Background: an optimization exercise with open tools, aiming at small area. Do not read the settings as production practice.
Function was checked by simulation only, so behaviour that the tests miss may differ from the original.
Power figures rest on the tool's default switching activity, not on a simulated workload.

[run.sh]
#!/bin/bash
# synth_recipe.tcl (not shown) runs the flow's synth.tcl, then flattens the netlist and writes it again
# the make line also repeats each setting of config.mk as NAME=value (left out here)
make -C /OpenROAD-flow-scripts/flow DESIGN_CONFIG=/design/flow/config.mk WORK_HOME=/design/flow/orfs CLKGATE_MAP_FILE= SYNTH_SCRIPT=/design/flow/synth_recipe.tcl finish
[config.mk]
export PLATFORM = sky130hd
export DESIGN_NAME = prism_engine
export DESIGN_NICKNAME = prism_engine
export VERILOG_FILES = /design/flow/design.v
export SDC_FILE = /design/flow/constraint.sdc
export NUM_CORES = 4
export LEC_CHECK = 0
export CAP_MARGIN = 20
export CORE_MARGIN = 2
export CORE_UTILIZATION = 40
export SLEW_MARGIN = 20
[constraint.sdc]
create_clock -name core_clock -period 12.0 [get_ports {clk}]
set_input_delay 2.4000 -clock core_clock [delete_from_list [all_inputs] [get_ports {clk}]]
set_output_delay 2.4000 -clock core_clock [all_outputs]
set_load 0.01 [all_outputs]
[design.v]
module prism_engine (
    input  wire        clk,
    input  wire        rst,
    input  wire        start,
    input  wire        stop,
    input  wire [9:0]  entry,
    input  wire [10:0] len,
    input  wire [15:0] div,
    output reg  [2:0]  state,
    output reg  [3:0]  cause,
    output reg  [2:0]  start_err,
    output wire [9:0]  imem_addr,
    input  wire [31:0] imem_rdata,
    output reg         dmem_re,
    output reg         dmem_we,
    output reg  [7:0]  dmem_addr,
    output reg  [31:0] dmem_wdata,
    input  wire [31:0] dmem_rdata,
    input  wire [63:0] rtime,
    input  wire [7:0]  pin_in,
    output reg  [7:0]  pin_out,
    output reg  [7:0]  pin_oe,
    input  wire        in_valid,
    input  wire [31:0] in_data,
    output wire        in_ready,
    output wire [4:0]  in_level,
    output wire        out_valid,
    output wire [31:0] out_data,
    input  wire        out_ready,
    output wire [4:0]  out_level,
    output reg  [31:0] pub_word,
    output reg  [3:0]  irq
);
    localparam [2:0] ST_STOPPED = 3'd1, ST_RUNNING = 3'd3,
                     ST_HALTED  = 3'd4, ST_FAULTED = 3'd5;
    localparam [5:0] OP_NOP = 6'h00, OP_LDI = 6'h01, OP_LUI = 6'h02,
                     OP_MOV = 6'h03, OP_ADD = 6'h04, OP_SUB = 6'h05,
                     OP_AND = 6'h06, OP_OR  = 6'h07, OP_XOR = 6'h08,
                     OP_SHL = 6'h09, OP_SHR = 6'h0A, OP_SAR = 6'h0B,
                     OP_ADDI = 6'h0C, OP_MUL = 6'h0D, OP_LD = 6'h0E,
                     OP_ST  = 6'h0F, OP_JMP = 6'h10, OP_JCC = 6'h11,
                     OP_DJNZ = 6'h12, OP_CALL = 6'h13, OP_RET = 6'h14,
                     OP_HALT = 6'h15, OP_PDIR = 6'h18, OP_POUT = 6'h19,
                     OP_POUTR = 6'h1A, OP_PIN = 6'h1B, OP_WAITP = 6'h1C,
                     OP_SHIFTO = 6'h1D, OP_SHIFTI = 6'h1E, OP_TIME = 6'h20,
                     OP_WAITT = 6'h22, OP_DELAY = 6'h23, OP_PULL = 6'h24,
                     OP_PUSH = 6'h25, OP_PUB = 6'h26, OP_IRQ = 6'h27;
    reg [31:0] w [0:7];
    reg        fz, fn, fc;
    reg [10:0] pc;
    reg [10:0] len_q;
    reg [10:0] rstack [0:3];
    reg [2:0]  sp;
    reg [6:0]  tk;        
    reg [31:0] wcnt;      
    reg        wlev;      
    reg [31:0] shreg;     
    reg [63:0] tcap;      
    reg [15:0] phase;
    wire [15:0] div_eff = (div == 16'd0) ? 16'd1 : div;
    wire running = (state == ST_RUNNING);
    wire tick    = running && (phase >= div_eff - 16'd1);
    assign imem_addr = pc[9:0];
    reg [31:0] inq  [0:15];
    reg [31:0] outq [0:15];
    reg [3:0]  in_rd, in_wr, out_rd, out_wr;
    reg [4:0]  in_cnt, out_cnt;
    assign in_ready  = (in_cnt != 5'd16);
    assign in_level  = in_cnt;
    assign out_valid = (out_cnt != 5'd0);
    assign out_data  = outq[out_rd];
    assign out_level = out_cnt;
    wire in_push  = in_valid && in_ready;
    wire out_pop  = out_valid && out_ready;
    reg  in_pop;       
    reg  out_push;     
    wire [31:0] ir  = imem_rdata;
    wire [5:0]  op  = ir[31:26];
    wire [2:0]  fd  = ir[25:23];
    wire [2:0]  fs  = ir[22:20];
    wire [2:0]  ft  = ir[19:17];
    wire [31:0] wd  = w[fd];
    wire [31:0] ws  = w[fs];
    wire [31:0] wt  = w[ft];
    wire [31:0] ws1 = w[fs | 3'd1];
    wire [31:0] imm20 = {{12{ir[19]}}, ir[19:0]};
    wire [31:0] imm17 = {{15{ir[16]}}, ir[16:0]};
    wire [10:0] target = {1'b0, ir[9:0]};
    wire [32:0] daddr_full = {1'b0, ws} + {23'd0, ir[9:0]};
    wire        daddr_bad  = (daddr_full[32:8] != 25'd0);
    wire [5:0]  sh_nm1  = ir[18:13];
    wire [2:0]  sh_dpin = ir[22:20];
    wire [2:0]  sh_cpin = ir[12:10];
    wire        sh_msb  = ir[19];
    wire        sh_ck   = ir[9];
    wire [4:0]  sh_bit  = sh_ck ? tk[5:1] : tk[4:0];            
    wire        sh_last = (sh_bit == sh_nm1[4:0]);
    wire [4:0]  sh_idx  = sh_msb ? (sh_nm1[4:0] - sh_bit) : sh_bit;
    wire        sh_half = sh_ck ? tk[0] : 1'b1;                  
    reg         op_bad;
    reg         zero_bad;
    always @(*) begin
        op_bad   = 1'b0;
        zero_bad = 1'b0;
        case (op)
            OP_NOP, OP_RET, OP_HALT: zero_bad = (ir[25:0] != 26'd0);
            OP_LDI:   zero_bad = (ir[22:20] != 3'd0);
            OP_LUI:   zero_bad = (ir[22:16] != 7'd0);
            OP_MOV:   zero_bad = (ir[19:0] != 20'd0);
            OP_ADD, OP_SUB, OP_AND, OP_OR, OP_XOR, OP_MUL:
                      zero_bad = (ir[16:0] != 17'd0);
            OP_SHL, OP_SHR, OP_SAR:
                      zero_bad = (ir[19:5] != 15'd0);
            OP_ADDI:  zero_bad = (ir[19:17] != 3'd0);
            OP_LD, OP_ST:
                      zero_bad = (ir[19:10] != 10'd0);
            OP_JMP, OP_CALL:
                      zero_bad = (ir[25:10] != 16'd0);
            OP_JCC:   zero_bad = (ir[22:10] != 13'd0) || (ir[25:24] == 2'b11);
            OP_DJNZ:  zero_bad = (ir[22:10] != 13'd0);
            OP_PDIR, OP_POUT:
                      zero_bad = (ir[25:16] != 10'd0);
            OP_POUTR: zero_bad = (ir[25:23] != 3'd0) || (ir[19:16] != 4'd0) || (ir[7:0] != 8'd0);
            OP_PIN:   zero_bad = (ir[22:0] != 23'd0);
            OP_WAITP: zero_bad = (ir[16:0] != 17'd0);
            OP_SHIFTO, OP_SHIFTI:
                      zero_bad = (ir[8:0] != 9'd0) || ir[18];
            OP_TIME:  zero_bad = (ir[22:0] != 23'd0) || ir[23];
            OP_WAITT: zero_bad = (ir[25:23] != 3'd0) || (ir[19:0] != 20'd0) || ir[20];
            OP_DELAY: zero_bad = (ir[25:20] != 6'd0);
            OP_PULL:  zero_bad = (ir[22:1] != 22'd0);
            OP_PUSH:  zero_bad = (ir[25:23] != 3'd0) || (ir[19:1] != 19'd0);
            OP_PUB:   zero_bad = (ir[25:23] != 3'd0) || (ir[19:0] != 20'd0);
            OP_IRQ:   zero_bad = (ir[25:2] != 24'd0);
            default:  op_bad = 1'b1;
        endcase
    end
    wire illegal = (pc >= len_q) || op_bad || zero_bad ||
                   ((op == OP_LD || op == OP_ST) && daddr_bad) ||
                   (op == OP_CALL && sp == 3'd4) ||
                   (op == OP_RET  && sp == 3'd0);
    reg  [31:0] alu_y;
    reg         alu_c;
    wire [32:0] add_y  = {1'b0, ws} + {1'b0, wt};
    wire [32:0] sub_y  = {1'b0, ws} - {1'b0, wt};
    wire [32:0] addi_y = {1'b0, ws} + {1'b0, imm17};
    wire [63:0] mul_y  = ws * wt;
    wire [4:0]  shamt  = ir[4:0];
    always @(*) begin
        alu_c = 1'b0;
        case (op)
            OP_ADD:  begin alu_y = add_y[31:0];  alu_c = add_y[32];  end
            OP_SUB:  begin alu_y = sub_y[31:0];  alu_c = sub_y[32];  end
            OP_AND:  alu_y = ws & wt;
            OP_OR:   alu_y = ws | wt;
            OP_XOR:  alu_y = ws ^ wt;
            OP_SHL:  alu_y = ws << shamt;
            OP_SHR:  alu_y = ws >> shamt;
            OP_SAR:  alu_y = $signed(ws) >>> shamt;
            OP_ADDI: begin alu_y = addi_y[31:0]; alu_c = addi_y[32]; end
            OP_MUL:  begin alu_y = mul_y[31:0];  alu_c = (mul_y[63:32] != 32'd0); end
            default: alu_y = 32'd0;
        endcase
    end
    reg cond_ok;
    always @(*) begin
        case (ir[25:23])
            3'd0: cond_ok = fz;
            3'd1: cond_ok = !fz;
            3'd2: cond_ok = fn;
            3'd3: cond_ok = !fn;
            3'd4: cond_ok = fc;
            3'd5: cond_ok = !fc;
            default: cond_ok = 1'b0;
        endcase
    end
    wire [31:0] djnz_y = wd - 32'd1;
    wire        wp_lvl = pin_in[ir[25:23]];
    reg         wp_met;
    always @(*) begin
        case (ir[22:21])
            2'd0: wp_met = !wp_lvl;
            2'd1: wp_met = wp_lvl;
            2'd2: wp_met = (tk != 7'd0) && !wlev && wp_lvl;
            default: wp_met = (tk != 7'd0) && wlev && !wp_lvl;
        endcase
    end
    wire wp_timeout = ir[20] && (wcnt >= wt);
    wire waitt_done = (rtime >= {ws1, ws});
    wire [19:0] delay_n = (ir[19:0] == 20'd0) ? 20'd1 : ir[19:0];
    wire        delay_done = ((wcnt + 32'd1) >= {12'd0, delay_n});
    wire        si_bit  = pin_in[sh_dpin];
    wire [31:0] si_base = (sh_bit == 5'd0) ? 32'd0 : shreg;
    wire [31:0] si_next = sh_msb ? {si_base[30:0], si_bit}
                                 : (si_base | ({31'd0, si_bit} << sh_bit));
    integer i;
    always @(*) begin
        dmem_re    = 1'b0;
        dmem_we    = 1'b0;
        dmem_addr  = daddr_full[7:0];
        dmem_wdata = wd;
        in_pop     = 1'b0;
        out_push   = 1'b0;
        if (tick && !stop && !illegal) begin
            if (op == OP_LD && tk == 7'd0) dmem_re = 1'b1;
            if (op == OP_ST)               dmem_we = 1'b1;
            if (op == OP_PULL && in_cnt != 5'd0) in_pop = 1'b1;
            if (op == OP_PUSH && out_cnt != 5'd16) out_push = 1'b1;
        end
    end
    always @(posedge clk) begin
        if (rst) begin
            state     <= ST_STOPPED;
            cause     <= 4'd0;
            start_err <= 3'd0;
            pc        <= 11'd0;
            len_q     <= 11'd0;
            sp        <= 3'd0;
            fz        <= 1'b0;
            fn        <= 1'b0;
            fc        <= 1'b0;
            tk        <= 7'd0;
            wcnt      <= 32'd0;
            wlev      <= 1'b0;
            shreg     <= 32'd0;
            tcap      <= 64'd0;
            phase     <= 16'd0;
            pin_out   <= 8'd0;
            pin_oe    <= 8'd0;
            pub_word  <= 32'd0;
            irq       <= 4'd0;
            for (i = 0; i < 8; i = i + 1) w[i] <= 32'd0;
            for (i = 0; i < 4; i = i + 1) rstack[i] <= 11'd0;
        end else begin
            irq <= 4'd0;
            if (!running || tick) phase <= 16'd0;
            else                  phase <= phase + 16'd1;
            if (stop) begin
                if (running) begin
                    state <= ST_STOPPED;
                    cause <= 4'd1;
                    tk    <= 7'd0;
                    wcnt  <= 32'd0;
                end
            end else if (start) begin
                if (running) begin
                    start_err <= 3'd4;
                end else if (len == 11'd0 || len > 11'd1024 || {1'b0, entry} >= len) begin
                    start_err <= 3'd3;
                end else begin
                    state     <= ST_RUNNING;
                    start_err <= 3'd0;
                    pc        <= {1'b0, entry};
                    len_q     <= len;
                    fz        <= 1'b0;
                    fn        <= 1'b0;
                    fc        <= 1'b0;
                    sp        <= 3'd0;
                    pin_oe    <= 8'd0;
                    tk        <= 7'd0;
                    wcnt      <= 32'd0;
                    phase     <= 16'd0;
                end
            end else if (tick) begin
                if (illegal) begin
                    state <= ST_FAULTED;
                    cause <= 4'd4;
                    tk    <= 7'd0;
                    wcnt  <= 32'd0;
                end else begin
                    pc   <= pc + 11'd1;
                    tk   <= 7'd0;
                    wcnt <= 32'd0;
                    case (op)
                        OP_NOP: ;
                        OP_LDI: w[fd] <= imm20;
                        OP_LUI: w[fd] <= {ir[15:0], wd[15:0]};
                        OP_MOV: w[fd] <= ws;
                        OP_ADD, OP_SUB, OP_AND, OP_OR, OP_XOR,
                        OP_SHL, OP_SHR, OP_SAR, OP_ADDI: begin
                            w[fd] <= alu_y;
                            fz    <= (alu_y == 32'd0);
                            fn    <= alu_y[31];
                            fc    <= alu_c;
                        end
                        OP_MUL: begin
                            if (tk == 7'd0) begin
                                pc <= pc;
                                tk <= 7'd1;
                            end else begin
                                w[fd] <= alu_y;
                                fz    <= (alu_y == 32'd0);
                                fn    <= alu_y[31];
                                fc    <= alu_c;
                            end
                        end
                        OP_LD: begin
                            if (tk == 7'd0) begin
                                pc <= pc;
                                tk <= 7'd1;
                            end else begin
                                w[fd] <= dmem_rdata;
                            end
                        end
                        OP_ST: ;
                        OP_JMP: begin
                            if (tk == 7'd0) begin
                                pc <= pc;
                                tk <= 7'd1;
                            end else begin
                                pc <= target;
                            end
                        end
                        OP_JCC: begin
                            if (tk == 7'd0) begin
                                if (cond_ok) begin
                                    pc <= pc;
                                    tk <= 7'd1;
                                end
                            end else begin
                                pc <= target;
                            end
                        end
                        OP_DJNZ: begin
                            if (tk == 7'd0) begin
                                if (djnz_y != 32'd0) begin
                                    pc <= pc;
                                    tk <= 7'd1;
                                end else begin
                                    w[fd] <= djnz_y;
                                end
                            end else begin
                                w[fd] <= djnz_y;
                                pc    <= target;
                            end
                        end
                        OP_CALL: begin
                            if (tk == 7'd0) begin
                                pc <= pc;
                                tk <= 7'd1;
                            end else begin
                                rstack[sp[1:0]] <= pc + 11'd1;
                                sp <= sp + 3'd1;
                                pc <= target;
                            end
                        end
                        OP_RET: begin
                            if (tk == 7'd0) begin
                                pc <= pc;
                                tk <= 7'd1;
                            end else begin
                                pc <= rstack[sp[1:0] - 2'd1];
                                sp <= sp - 3'd1;
                            end
                        end
                        OP_HALT: begin
                            pc    <= pc;
                            state <= ST_HALTED;
                            cause <= 4'd2;
                        end
                        OP_PDIR: begin
                            for (i = 0; i < 8; i = i + 1)
                                if (ir[8 + i]) pin_oe[i] <= ir[i];
                        end
                        OP_POUT: begin
                            for (i = 0; i < 8; i = i + 1)
                                if (ir[8 + i]) pin_out[i] <= ir[i];
                        end
                        OP_POUTR: begin
                            for (i = 0; i < 8; i = i + 1)
                                if (ir[8 + i]) pin_out[i] <= ws[i];
                        end
                        OP_PIN: w[fd] <= {24'd0, pin_in};
                        OP_WAITP: begin
                            if (wp_met) begin
                                fc <= 1'b0;
                            end else if (wp_timeout) begin
                                fc <= 1'b1;
                            end else begin
                                pc   <= pc;
                                tk   <= 7'd1;
                                wcnt <= wcnt + 32'd1;
                                wlev <= wp_lvl;
                            end
                        end
                        OP_SHIFTO: begin
                            if (!sh_ck || !tk[0]) pin_out[sh_dpin] <= ws[sh_idx];
                            if (sh_ck) pin_out[sh_cpin] <= tk[0];
                            if (!(sh_half && sh_last)) begin
                                pc <= pc;
                                tk <= tk + 7'd1;
                            end
                        end
                        OP_SHIFTI: begin
                            if (sh_ck) pin_out[sh_cpin] <= tk[0];
                            if (sh_half) shreg <= si_next;
                            if (sh_half && sh_last) begin
                                w[fd] <= si_next;
                            end else begin
                                pc <= pc;
                                tk <= tk + 7'd1;
                            end
                        end
                        OP_TIME: begin
                            if (tk == 7'd0) begin
                                pc   <= pc;
                                tk   <= 7'd1;
                                tcap <= rtime;
                            end else begin
                                w[fd]        <= tcap[31:0];
                                w[fd | 3'd1] <= tcap[63:32];
                                fc           <= 1'b0;
                            end
                        end
                        OP_WAITT: begin
                            if (!waitt_done) begin
                                pc <= pc;
                                tk <= 7'd1;
                            end
                        end
                        OP_DELAY: begin
                            if (!delay_done) begin
                                pc   <= pc;
                                tk   <= 7'd1;
                                wcnt <= wcnt + 32'd1;
                            end
                        end
                        OP_PULL: begin
                            if (in_cnt != 5'd0) begin
                                w[fd] <= inq[in_rd];
                                fc    <= 1'b0;
                            end else if (ir[0]) begin
                                pc <= pc;
                                tk <= 7'd1;
                            end else begin
                                w[fd] <= 32'h8000_0000;
                                fc    <= 1'b1;
                            end
                        end
                        OP_PUSH: begin
                            if (out_cnt != 5'd16) begin
                                fc <= 1'b0;
                            end else if (ir[0]) begin
                                pc <= pc;
                                tk <= 7'd1;
                            end else begin
                                fc <= 1'b1;
                            end
                        end
                        OP_PUB: pub_word <= ws;
                        OP_IRQ: irq[ir[1:0]] <= 1'b1;
                        default: ;
                    endcase
                end
            end
        end
    end
    always @(posedge clk) begin
        if (in_push)  inq[in_wr]   <= in_data;
        if (out_push) outq[out_wr] <= ws;
    end
    always @(posedge clk) begin
        if (rst) begin
            in_rd   <= 4'd0;
            in_wr   <= 4'd0;
            in_cnt  <= 5'd0;
            out_rd  <= 4'd0;
            out_wr  <= 4'd0;
            out_cnt <= 5'd0;
        end else begin
            if (in_push)  in_wr  <= in_wr + 4'd1;
            if (in_pop)   in_rd  <= in_rd + 4'd1;
            if (out_push) out_wr <= out_wr + 4'd1;
            if (out_pop)  out_rd <= out_rd + 4'd1;
            in_cnt  <= in_cnt  + {4'd0, in_push}  - {4'd0, in_pop};
            out_cnt <= out_cnt + {4'd0, out_push} - {4'd0, out_pop};
        end
    end
endmodule
==> metrics.csv <==
metric;value;unit
place_area;140000;sq um
end_kind;primary output;
rr_startpoint;w[5][8]$_DFFE_PP_;
avgSynthCellArea;10.93;sq um
synth_simple_gate_area_share;0.1185;
vias_after_detailed_routing;101100;
critPathBufInv;12;
number_of_global_route_vias_before_repair;100900;
synthTopCellsByArea;sky130_fd_sc_hd__edfxtp_1 (33%), sky130_fd_sc_hd__fa_1 (15%), sky130_fd_sc_hd__mux4_2 (11%);
max_cap_viols;0;
post-synth-top-area-fraction;0.3251;
clock_insertion_delay_worst_skew;920;ps
netlist.top_cell.by_area;sky130_fd_sc_hd__edfxtp_1;
postSynth.topFlopCell;sky130_fd_sc_hd__edfxtp_1;
cts-root-buf;sky130_fd_sc_hd__clkbuf_16;
layout.cells.most_common;sky130_fd_sc_hd__nor2_1;
finalCoreUtilization;0.4782;
design.die.area;310200;sq um
ys_ff_latch;1598;
drt_iter0_markers;11920;
setup_repair_after_global_routing_missed_its_margin;false;
synth_warnings;1;
critical_path.max_stage_delay;620;ps
r2r_worst_path_depth;39;
min-delay-start;len_q[2]$_SDFFE_PP0P_;
final_antenna_net_count;0;
floorplan.core_area;305000;sq um
timing.final.ws_setup;111.3;ps
crit_type;primary input to primary output;
power_leakage;55.51;nW
effective_utilization_at_floorplan;0.4009;
hold-path-endpoint;len_q[2]$_SDFFE_PP0P_;
vdd_ir_drop_max;1.311;mV
timing.clock.skew;131.6;ps
critPathArrivalTime;9490;ps
place_congestion;1.066;
ys_types;110;
detail_route.vias_per_cell;6.132;
overflow;0;
fmaxAchievable;0.08411;GHz
dieHeight;556.9;um
hold_path_class;flip-flop to flip-flop;
grt_max_degree;174;
fill_cells;27640;
clk_pin_slew;60;ps
critPathMaxFanout;22;
maxSlewHeadroom;0.1447;
regToRegSetupSlack;1790;ps
placementRows;203;
synth_top_family_by_area;adder cells;
post_layout_nonfiller_instances;16490;
dr.pass1.iters;8;
power;47.18;mW
grt_usage;0.3693;
fin_nets;13930;
data_required_time_of_the_critical_path;9600;ps
avgRoutedWirePerCell;35.17;um
postSynthNetCount;12890;
fin_crit_sh;0.9907;
number_of_antenna_violations_at_the_first_check_in_global_routing;49;
regToRegEndpoint;w[7][30]$_DFFE_PP_;
flow.area_growth_from_synthesis;19.28;%
ios;369;
post_synth_xor_area_fraction;0.01490;
tritoncts.num_buffers;176;
postSynth.asyncResetShare;0;
tritoncts;done;
timing.setup.tns;0;ps
synthesized_area_fraction_occupied_by_adder_cells;0.2080;
placement.io_buffers;367;
min_period;11890;ps
die-width;556.9;um
hold_crit_depth;2;
area.sequential;45260;sq um
crit_path_top_delay_cell;sky130_fd_sc_hd__clkdlybuf4s50_1;
cts.hold.buffers_added;0;
drc;0;
post-place-cells;16140;
layout_common_cells;sky130_fd_sc_hd__nor2_1 (1514), sky130_fd_sc_hd__edfxtp_1 (1324), sky130_fd_sc_hd__inv_1 (1088);
worstMarginPinSlew;1278;ps
synth-seq-area-share;0.3699;
netlist_area;122300;sq um
setup.worst_path.start_class;primary input;
drive_above_1_share;0.1835;
complex_gate_fraction_of_the_synthesized_area;0.09907;
finalMaxSlewViolations;0;
synthCells;11190;
hold_ws;464.1;ps
cts_sinks;1598;
route.final.wire_length;579900;um
dp_hpwl;449500;um
multi_input_comb_area;71030;sq um
clock_tree.buffer_depth;4;
number_of_h_tree_branching_levels;4;
final_design_area_no_fill;145900;sq um
outcome;no timing/DRC/antenna violations;
report.final.setup_viol;0;
grt_pass1_wl;800500;um
power.density;323.4;nW/um^2
dp_worst_setup_slack;-690.7;ps
most_frequent_cell_on_the_critical_path;sky130_fd_sc_hd__buf_4;
synth_edf_count;1324;
report.final.hold_viol_count;0;
cp_top_family;buffers and inverters;
synthMuxAreaShare;0.1320;
registers in the layout (all words and copies together), names as in the netlist, 5 cells and up, named ones only:
register	flops
in_cnt	5
inq	512
len_q	11
out_cnt	5
outq	512
pc	11
phase	16
pin_oe	8
pin_out	8
pub_word	32
rstack	44
shreg	32
tcap	64
tk	7
w	256
wcnt	32
what timing repair did:
| item | 4_1_cts | 5_1_grt |
|---|---|---|
| endpoints found under the setup margin | 1 | 26 |
| buffers inserted | 0 | 2 |
| resized for setup | 1 | 10 |
cells in the mapped netlist, drive strengths merged (32+ instances only):
master,count
or3,32
o31ai,35
edfxtp,1324
nor2b,50
dfxtp,274
o22ai,81
o221ai,39
mux4,599
o211ai,56
fa,903
clkbuf,526
o21ai,456
nand2b,65
nand3,146
nor2,1552
and2,47
inv,1102
o21a,61
a21o,112
a21oi,508
nand2,990
and3,50
a22oi,91
mux2i,204
xor2,79
nand4,91
nor3,152
a31oi,42
mux2,42
nor4,49
ha,588
a211oi,104
a221oi,63
buf,160
xnor2,129
cells by family after synthesis:
| kind of cell | after synthesis |
|---|---|
| adders and majority gates | 1491 |
| and+or+nand+nor | 3352 |
| xor gates and xnor gates | 208 |
| buffers and inverters | 1806 |
| other | 1 |
| AOI/OAI and AO/OA | 1889 |
| DFF | 1598 |
| muxes | 845 |
worst max-delay path by stage:
stage	start	endpoint	slack (ps)	depth (start not counted)
6_report	imem_rdata[20]	dmem_re	110	27
5_1_grt	imem_rdata[20]	dmem_re	8	28
4_1_cts	imem_rdata[20]	dmem_re	40	28
3_5_place_dp	imem_rdata[21]	fc$_SDFFE_PP0P_	-690	34
3_3_place_gp	imem_rdata[21]	fc$_SDFFE_PP0P_	-490	34
2_1_floorplan	imem_rdata[17]	fc$_SDFFE_PP0P_	9	33
layer usage:
layer  GRT usage  wire length [um]
met5           0               217
met4      0.2412             45790
met3     0.08208             54780
met2      0.5665            256900
met1      0.4706            222200
tightest hold or removal path: cells and delay by family, from the launching register on:
family           cells  cell delay [ps]
AND/OR/NAND/NOR      1               50
flip-flops           1              310
AO/OA/AOI/OAI        1               60
cell type report:
class	instances	share of cell area
inverters	1120	0.02884
diodes	23	0.0003945
flip-flops and latches	1598	0.3103
repair buffers	1541	0.09896
clock buffers	228	0.03260
well taps	4100	0.03517
clock inverters	93	0.006802
multi-input cells	7786	0.4869
report_power, final:
part           switching, mW  total [mW]  internal [mW]
sequential             0.128        6.27           6.14
clock                   2.34        5.47           3.13
combinational           19.9        35.4           15.6

what the ideal ports hide:
In the flow no input, the clock included, has a driving cell. The finished layout below was timed again as built, in two steps. Step 1 (the two cells are an assumption about what drives the block):
set clk [get_ports {clk}]
set_driving_cell -lib_cell sky130_fd_sc_hd__clkbuf_16 $clk
set_driving_cell -lib_cell sky130_fd_sc_hd__buf_2 [delete_from_list [all_inputs] $clk]
Step 2 also shifts input and output timing later by t, the mid clock arrival at the registers, as if the neighbouring blocks saw the same clock. Slacks: ideal / step 1 / step 2; pairs: ideal / step 1.
shift t [ns]: 0.954
setup slack, ns: 0.111 / -0.031 / -0.655
worst slew at a driven data input, ns: 0.16
Met with ideal ports but missed after step 2: setup timing in this run. The setup slack of this run moves by -0.142 ns with the drivers and by -0.766 ns with both steps.
